This is an optimization exercise on Yosys and OpenROAD, whose aim is small area, a short achievable clock period and few clock cycles, not a production implementation.
Function was checked by simulation only, so behaviour that the tests miss may differ from the original.

==> flow/design.v <==
module keccak_round (
    input  wire [1599:0] state_in,
    input  wire [4:0]    round,
    output wire [1599:0] state_out
);
    localparam [149:0] ROT = {
        6'd14, 6'd56, 6'd61, 6'd2,  6'd18,    
        6'd8,  6'd21, 6'd15, 6'd45, 6'd41,    
        6'd39, 6'd25, 6'd43, 6'd10, 6'd3,     
        6'd20, 6'd55, 6'd6,  6'd44, 6'd36,    
        6'd27, 6'd28, 6'd62, 6'd1,  6'd0      
    };
    wire [63:0] a [0:24];    
    wire [63:0] c [0:4];     
    wire [63:0] d [0:4];     
    wire [63:0] e [0:24];    
    wire [63:0] b [0:24];    
    wire [63:0] f [0:24];    
    reg  [63:0] rc;          
    genvar x, y;
    generate
        for (x = 0; x < 5; x = x + 1) begin : g_col
            for (y = 0; y < 5; y = y + 1) begin : g_in
                assign a[x+5*y] = state_in[64*(x+5*y) +: 64];
            end
            assign c[x] = a[x] ^ a[x+5] ^ a[x+10] ^ a[x+15] ^ a[x+20];
        end
        for (x = 0; x < 5; x = x + 1) begin : g_d
            assign d[x] = c[(x+4)%5] ^ {c[(x+1)%5][62:0], c[(x+1)%5][63]};
        end
        for (x = 0; x < 5; x = x + 1) begin : g_x
            for (y = 0; y < 5; y = y + 1) begin : g_y
                localparam integer R = ROT[6*(x+5*y) +: 6];
                assign e[x+5*y] = a[x+5*y] ^ d[x];
                if (R == 0) begin : g_r0
                    assign b[y+5*((2*x+3*y)%5)] = e[x+5*y];
                end else begin : g_r
                    assign b[y+5*((2*x+3*y)%5)] = {e[x+5*y][63-R:0], e[x+5*y][63:64-R]};
                end
            end
        end
        for (x = 0; x < 5; x = x + 1) begin : g_chi_x
            for (y = 0; y < 5; y = y + 1) begin : g_chi_y
                assign f[x+5*y] = b[x+5*y] ^ (~b[(x+1)%5+5*y] & b[(x+2)%5+5*y]);
                if (x + 5*y == 0) begin : g_iota
                    assign state_out[63:0] = f[0] ^ rc;
                end else begin : g_out
                    assign state_out[64*(x+5*y) +: 64] = f[x+5*y];
                end
            end
        end
    endgenerate
    always @(*) begin
        case (round)
            5'd0:  rc = 64'h0000000000000001;
            5'd1:  rc = 64'h0000000000008082;
            5'd2:  rc = 64'h800000000000808A;
            5'd3:  rc = 64'h8000000080008000;
            5'd4:  rc = 64'h000000000000808B;
            5'd5:  rc = 64'h0000000080000001;
            5'd6:  rc = 64'h8000000080008081;
            5'd7:  rc = 64'h8000000000008009;
            5'd8:  rc = 64'h000000000000008A;
            5'd9:  rc = 64'h0000000000000088;
            5'd10: rc = 64'h0000000080008009;
            5'd11: rc = 64'h000000008000000A;
            5'd12: rc = 64'h000000008000808B;
            5'd13: rc = 64'h800000000000008B;
            5'd14: rc = 64'h8000000000008089;
            5'd15: rc = 64'h8000000000008003;
            5'd16: rc = 64'h8000000000008002;
            5'd17: rc = 64'h8000000000000080;
            5'd18: rc = 64'h000000000000800A;
            5'd19: rc = 64'h800000008000000A;
            5'd20: rc = 64'h8000000080008081;
            5'd21: rc = 64'h8000000000008080;
            5'd22: rc = 64'h0000000080000001;
            5'd23: rc = 64'h8000000080008008;
            default: rc = 64'h0000000000000000;
        endcase
    end
endmodule
module sha3_512_core (
    input  wire         clk,
    input  wire         rst,           
    input  wire         in_valid,
    output wire         in_ready,
    input  wire [63:0]  in_data,
    input  wire         in_last,
    input  wire [3:0]   in_nbytes,
    output wire         out_valid,
    input  wire         out_ready,
    output wire [511:0] out_digest
);
    localparam [1:0] S_ABSORB = 2'd0,    
                     S_PERM   = 2'd1,    
                     S_PAD    = 2'd2,    
                     S_DONE   = 2'd3;    
    reg  [1:0]    state;
    reg  [3:0]    word_idx;      
    reg  [4:0]    round;
    reg           final_perm;    
    reg           pad_next;      
    reg  [1599:0] s;             
    wire [1599:0] s_round;
    keccak_round u_round (
        .state_in  (s),
        .round     (round),
        .state_out (s_round)
    );
    assign in_ready   = (state == S_ABSORB);
    assign out_valid  = (state == S_DONE);
    assign out_digest = s[511:0];
    wire accept = in_valid && in_ready;
    wire [3:0] nbytes = in_last ? in_nbytes : 4'd8;
    reg [63:0] word_masked;
    integer j;
    always @(*) begin
        for (j = 0; j < 8; j = j + 1)
            word_masked[8*j +: 8] = (j < nbytes) ? in_data[8*j +: 8] : 8'h00;
    end
    wire [6:0] pad_pos  = {word_idx, 3'b000} + {3'b000, nbytes};
    wire       pad_here = in_last && (pad_pos < 7'd72);
    wire [575:0] word_block = {512'd0, word_masked} << {word_idx, 6'd0};
    wire [575:0] pad_first  = pad_here ? ({568'd0, 8'h06} << {pad_pos, 3'b000}) : 576'd0;
    wire [575:0] pad_end    = pad_here ? {8'h80, 568'd0} : 576'd0;
    wire [575:0] absorb     = word_block ^ pad_first ^ pad_end;
    always @(posedge clk) begin
        if (rst) begin
            state      <= S_ABSORB;
            word_idx   <= 4'd0;
            round      <= 5'd0;
            final_perm <= 1'b0;
            pad_next   <= 1'b0;
            s          <= 1600'd0;
        end else begin
            case (state)
                S_ABSORB: begin
                    if (accept) begin
                        s[575:0] <= s[575:0] ^ absorb;
                        if (in_last || word_idx == 4'd8) begin
                            state      <= S_PERM;
                            round      <= 5'd0;
                            word_idx   <= 4'd0;
                            final_perm <= pad_here;
                            pad_next   <= in_last && !pad_here;
                        end else begin
                            word_idx <= word_idx + 4'd1;
                        end
                    end
                end
                S_PERM: begin
                    s     <= s_round;
                    round <= round + 5'd1;
                    if (round == 5'd23) begin
                        if (final_perm)
                            state <= S_DONE;
                        else if (pad_next)
                            state <= S_PAD;
                        else
                            state <= S_ABSORB;
                    end
                end
                S_PAD: begin
                    s[63:0]    <= s[63:0] ^ 64'h0000000000000006;
                    s[575:512] <= s[575:512] ^ 64'h8000000000000000;
                    state      <= S_PERM;
                    round      <= 5'd0;
                    final_perm <= 1'b1;
                    pad_next   <= 1'b0;
                end
                S_DONE: begin
                    if (out_ready) begin
                        s     <= 1600'd0;
                        state <= S_ABSORB;
                    end
                end
            endcase
        end
    end
endmodule
==> flow/run.sh <==
#!/bin/bash
# synth_recipe.tcl (not shown) runs the flow's synth.tcl, then flattens the netlist and writes it again
# the make line also repeats each setting of config.mk as NAME=value (left out here)
make -C /OpenROAD-flow-scripts/flow DESIGN_CONFIG=/design/flow/config.mk WORK_HOME=/design/flow/orfs CLKGATE_MAP_FILE= SYNTH_SCRIPT=/design/flow/synth_recipe.tcl finish
==> flow/config.mk <==
export PLATFORM = sky130hd
export DESIGN_NAME = sha3_512_core
export DESIGN_NICKNAME = sha3_512_core
export VERILOG_FILES = /design/flow/design.v
export SDC_FILE = /design/flow/constraint.sdc
export NUM_CORES = 4
export LEC_CHECK = 0
export CAP_MARGIN = 40
export CORE_MARGIN = 2
export CORE_UTILIZATION = 30
export SLEW_MARGIN = 20
==> flow/constraint.sdc <==
create_clock -name core_clock -period 5.0 [get_ports {clk}]
set_input_delay 1.0000 -clock core_clock [delete_from_list [all_inputs] [get_ports {clk}]]
set_output_delay 1.0000 -clock core_clock [all_outputs]
set_load 0.01 [all_outputs]
==> flow_summary.toml <==
[final_layout]
num-fill-cells = 44289
synthToLayoutAreaGrowth_pct = 27.2
mostFrequentLayoutCell = "xnor2_1"
final_area_mm2 = 0.170
final_core_util_pct = 38.2
layout_common_cells = "xnor2_1, dfxtp_1, buf_4"
register_area_mm2 = 0.0324
drive_above_1_share_pct = 19.9
nets = 15027
multi_input_area_mm2 = 0.0983

[placed_design]
dp_hpwl_um = 1040000
port_buffers = 586
placed_area_mm2 = 0.161
dp_slack_ns = 0.555
routabilityCongestion = 1.17

[clock_network]
worstSkewPairLatency_ns = 1.10
postCtsSetupRepairBufs = 0
cts_hold_buf = 0
path_clk_slew_ns = 0.06
cts_buffers = 231
cts_root_buffer = "clkbuf_16"
cts_tree = "done"
clock-sinks = 1620
clk_path_buf_depth = 4
cts_resized = 0
htreeDepth = 4

[yosys]
syn_area_mm2 = 0.134
ys_types = 77
ys.warnings.count = 2
synth_edf_count = 0
syn_nets = 13715
synthCells = 13624
ys_seq_area_share_pct = 24.3
syn_avg_cell_area_um2 = 9.81
async_flop_share_pct = 0
synth_flop_cell = "dfxtp_1"
ys_ff_latch = 1620

[timing]
timing.final.crit_share_pct = 82.1
setup_viol = 0
setup_tns_ns = 0
relSlewSlack_pct = 18.0
drv_slew = 0
tightest_slew_ns = 1.23
worst_slack_ns = 0.896
finalCriticalPeriod_ns = 4.10
rsz0062_at_grt = "false"
hold_viol = 0
clock.fmax_mhz = 244
skew_ns = 0.107

[route]
wire_per_inst_um = 57.3
vias_per_cell = 6.01
drt_iter0_drc = 22211
antenna_left = 0
vias = 127654
drcViolationCount = 0
drtPass1Iterations = 6
wirelength_um = 1220000

[critical_path]
cp_data_required_time_ns = 5.98
crit_top_cell = "xnor2_2"
start_kind = "register"
cp_top_family = "XOR/XNOR gates"
critPathMaxFanout = 6
cp_num_buf_inv = 1
end_kind = "register"
crit_path_top_delay_cell = "dfxtp_1"
crit_type = "reg -> reg"
crit_path_max_incr_delay_ns = 0.86
path_cells = "xnor3_1, xnor2_2, xor2_1, xnor2_2, buf_4, nand2b_1, xnor2_1, a22o_1"
cp.arrival_ns = 5.08

[floorplanning]
fp.dieW_um = 671
dieArea_mm2 = 0.451
row_count = 245
ios = 587
start_util_pct = 30.1
fp.dieH_um = 671
core_area_mm2 = 0.444

[global_routing]
grt_pass1_vias = 111203
antenna_found_initial = 204
grt.overflow.total = 0
grt.total_usage_pct = 52.2
grt_pass1_wl_um = 1470000
grt_max_degree = 124

[run_status]
status = "no timing/DRC/antenna violations"

[worst_hold_path]
hold_path.class = "in -> reg"

[run]
max_cap_violations = 0
==> cell usage after synthesis (all sizes together) (5+ instances only) <==
cell	count	share of area, %
a211o	22	0.14
a31oi	135	0.63
nand2b	462	2.2
a211oi	10	0.056
xor2	1123	8.2
mux2i	37	0.28
nand2	1034	2.9
dfxtp	1620	24
xor3	31	0.55
o31a	6	0.039
ha	18	0.17
nor3	20	0.075
o211a	21	0.16
a22o	1024	6.7
and3	41	0.19
nor2	872	2.4
a21boi	11	0.062
nor2b	388	1.8
buf	547	3.0
or3	54	0.25
xnor3	818	14
o32ai	5	0.033
a21oi	302	1.1
o22ai	8	0.037
and2	75	0.35
nand3	69	0.26
nand4	26	0.12
o21ai	606	2.3
clkbuf	661	1.9
o221ai	26	0.17
a221oi	345	2.3
inv	44	0.12
xnor2	3097	23
==> sequential cells by signal, indices dropped and copies added, names as in the netlist <==
name	flops
round	5
word_idx	4
pad_next	1
final_perm	1
state	2
s	1600
u_round.rc	7
==> cell families (layout without fill, tap and decap cells) <==
family | after synthesis | count (layout) | share of synthesized area [%]
DFF | 1620 | 1620 | 24.3
and+or+nand+nor | 3067 | 3067 | 10.8
AOI/OAI and AO/OA | 2556 | 2556 | 13.9
xor gates and xnor gates | 5069 | 5069 | 45.6
buffers and inverters | 1254 | 2762 | 4.97
muxes | 40 | 40 | 0.302
other | 0 | 184 | 0
adders and majority gates | 18 | 18 | 0.169
==> worst paths after layout <==
check / start / end / slack [ns] / depth (start not counted)
min reg2reg: final_perm / final_perm / 0.51 / 2
max reg2reg: s[370] / s[1230] / 0.90 / 8
max: s[370] / s[1230] / 0.90 / 8
min: rst / state[0] / 0.32 / 2
==> cell type report <==
cell class | instances | area share [%]
multi-input cells | 10750 | 57.8
diodes | 184 | 0.271
well taps | 5928 | 4.36
inverters | 46 | 0.109
flip-flops and latches | 1620 | 19.1
repair buffers | 2287 | 13.6
clock inverters | 90 | 0.738
clock buffers | 339 | 4.01
==> per-stage QoR <==
step                hold WS [ns]  std cells
CTS                        0.313      21028
finish                     0.321      21244
global placement           0.472      20215
global route               0.324      21112
floorplan                  0.444      13624
detailed placement         0.478      20599
==> layer usage <==
layer	routed length (um)	up-vias	GRT usage (%)
li1	-	48553	-
met1	458000	66006	62.6
met2	454000	10566	67.9
met3	167000	2444	24.1
met4	139000	85	48.4
met5	741	-	0.0106
Testbench counts, summed over its fixed seeds: cycles 79,912.

## what the ideal ports hide
The results above use ideal ports. As a check the final layout listed here was re-extracted and re-timed, cells and wires unchanged. Step 1 (the two cells are an assumption about what drives the block):
set clk [get_ports {clk}]
set_driving_cell -lib_cell sky130_fd_sc_hd__clkbuf_16 $clk
set_driving_cell -lib_cell sky130_fd_sc_hd__buf_2 [delete_from_list [all_inputs] $clk]
Step 2 moves the port delays by t, midway between the first and last clock arrival at a register: inputs arrive t later, outputs are due t later. That takes back most of the time a late clock gives input paths. Three values: ideal ports, drivers, drivers and shift; two values: the first two.
shift t [ns]: 1.178
slack for setup (ns): 0.896 / 0.896 / 0.345
cell pins on the clock port's net: 1
After both steps setup and hold are still met in this run. The setup slack of this run moves by 0.000 ns with the drivers and by -0.551 ns with both steps.
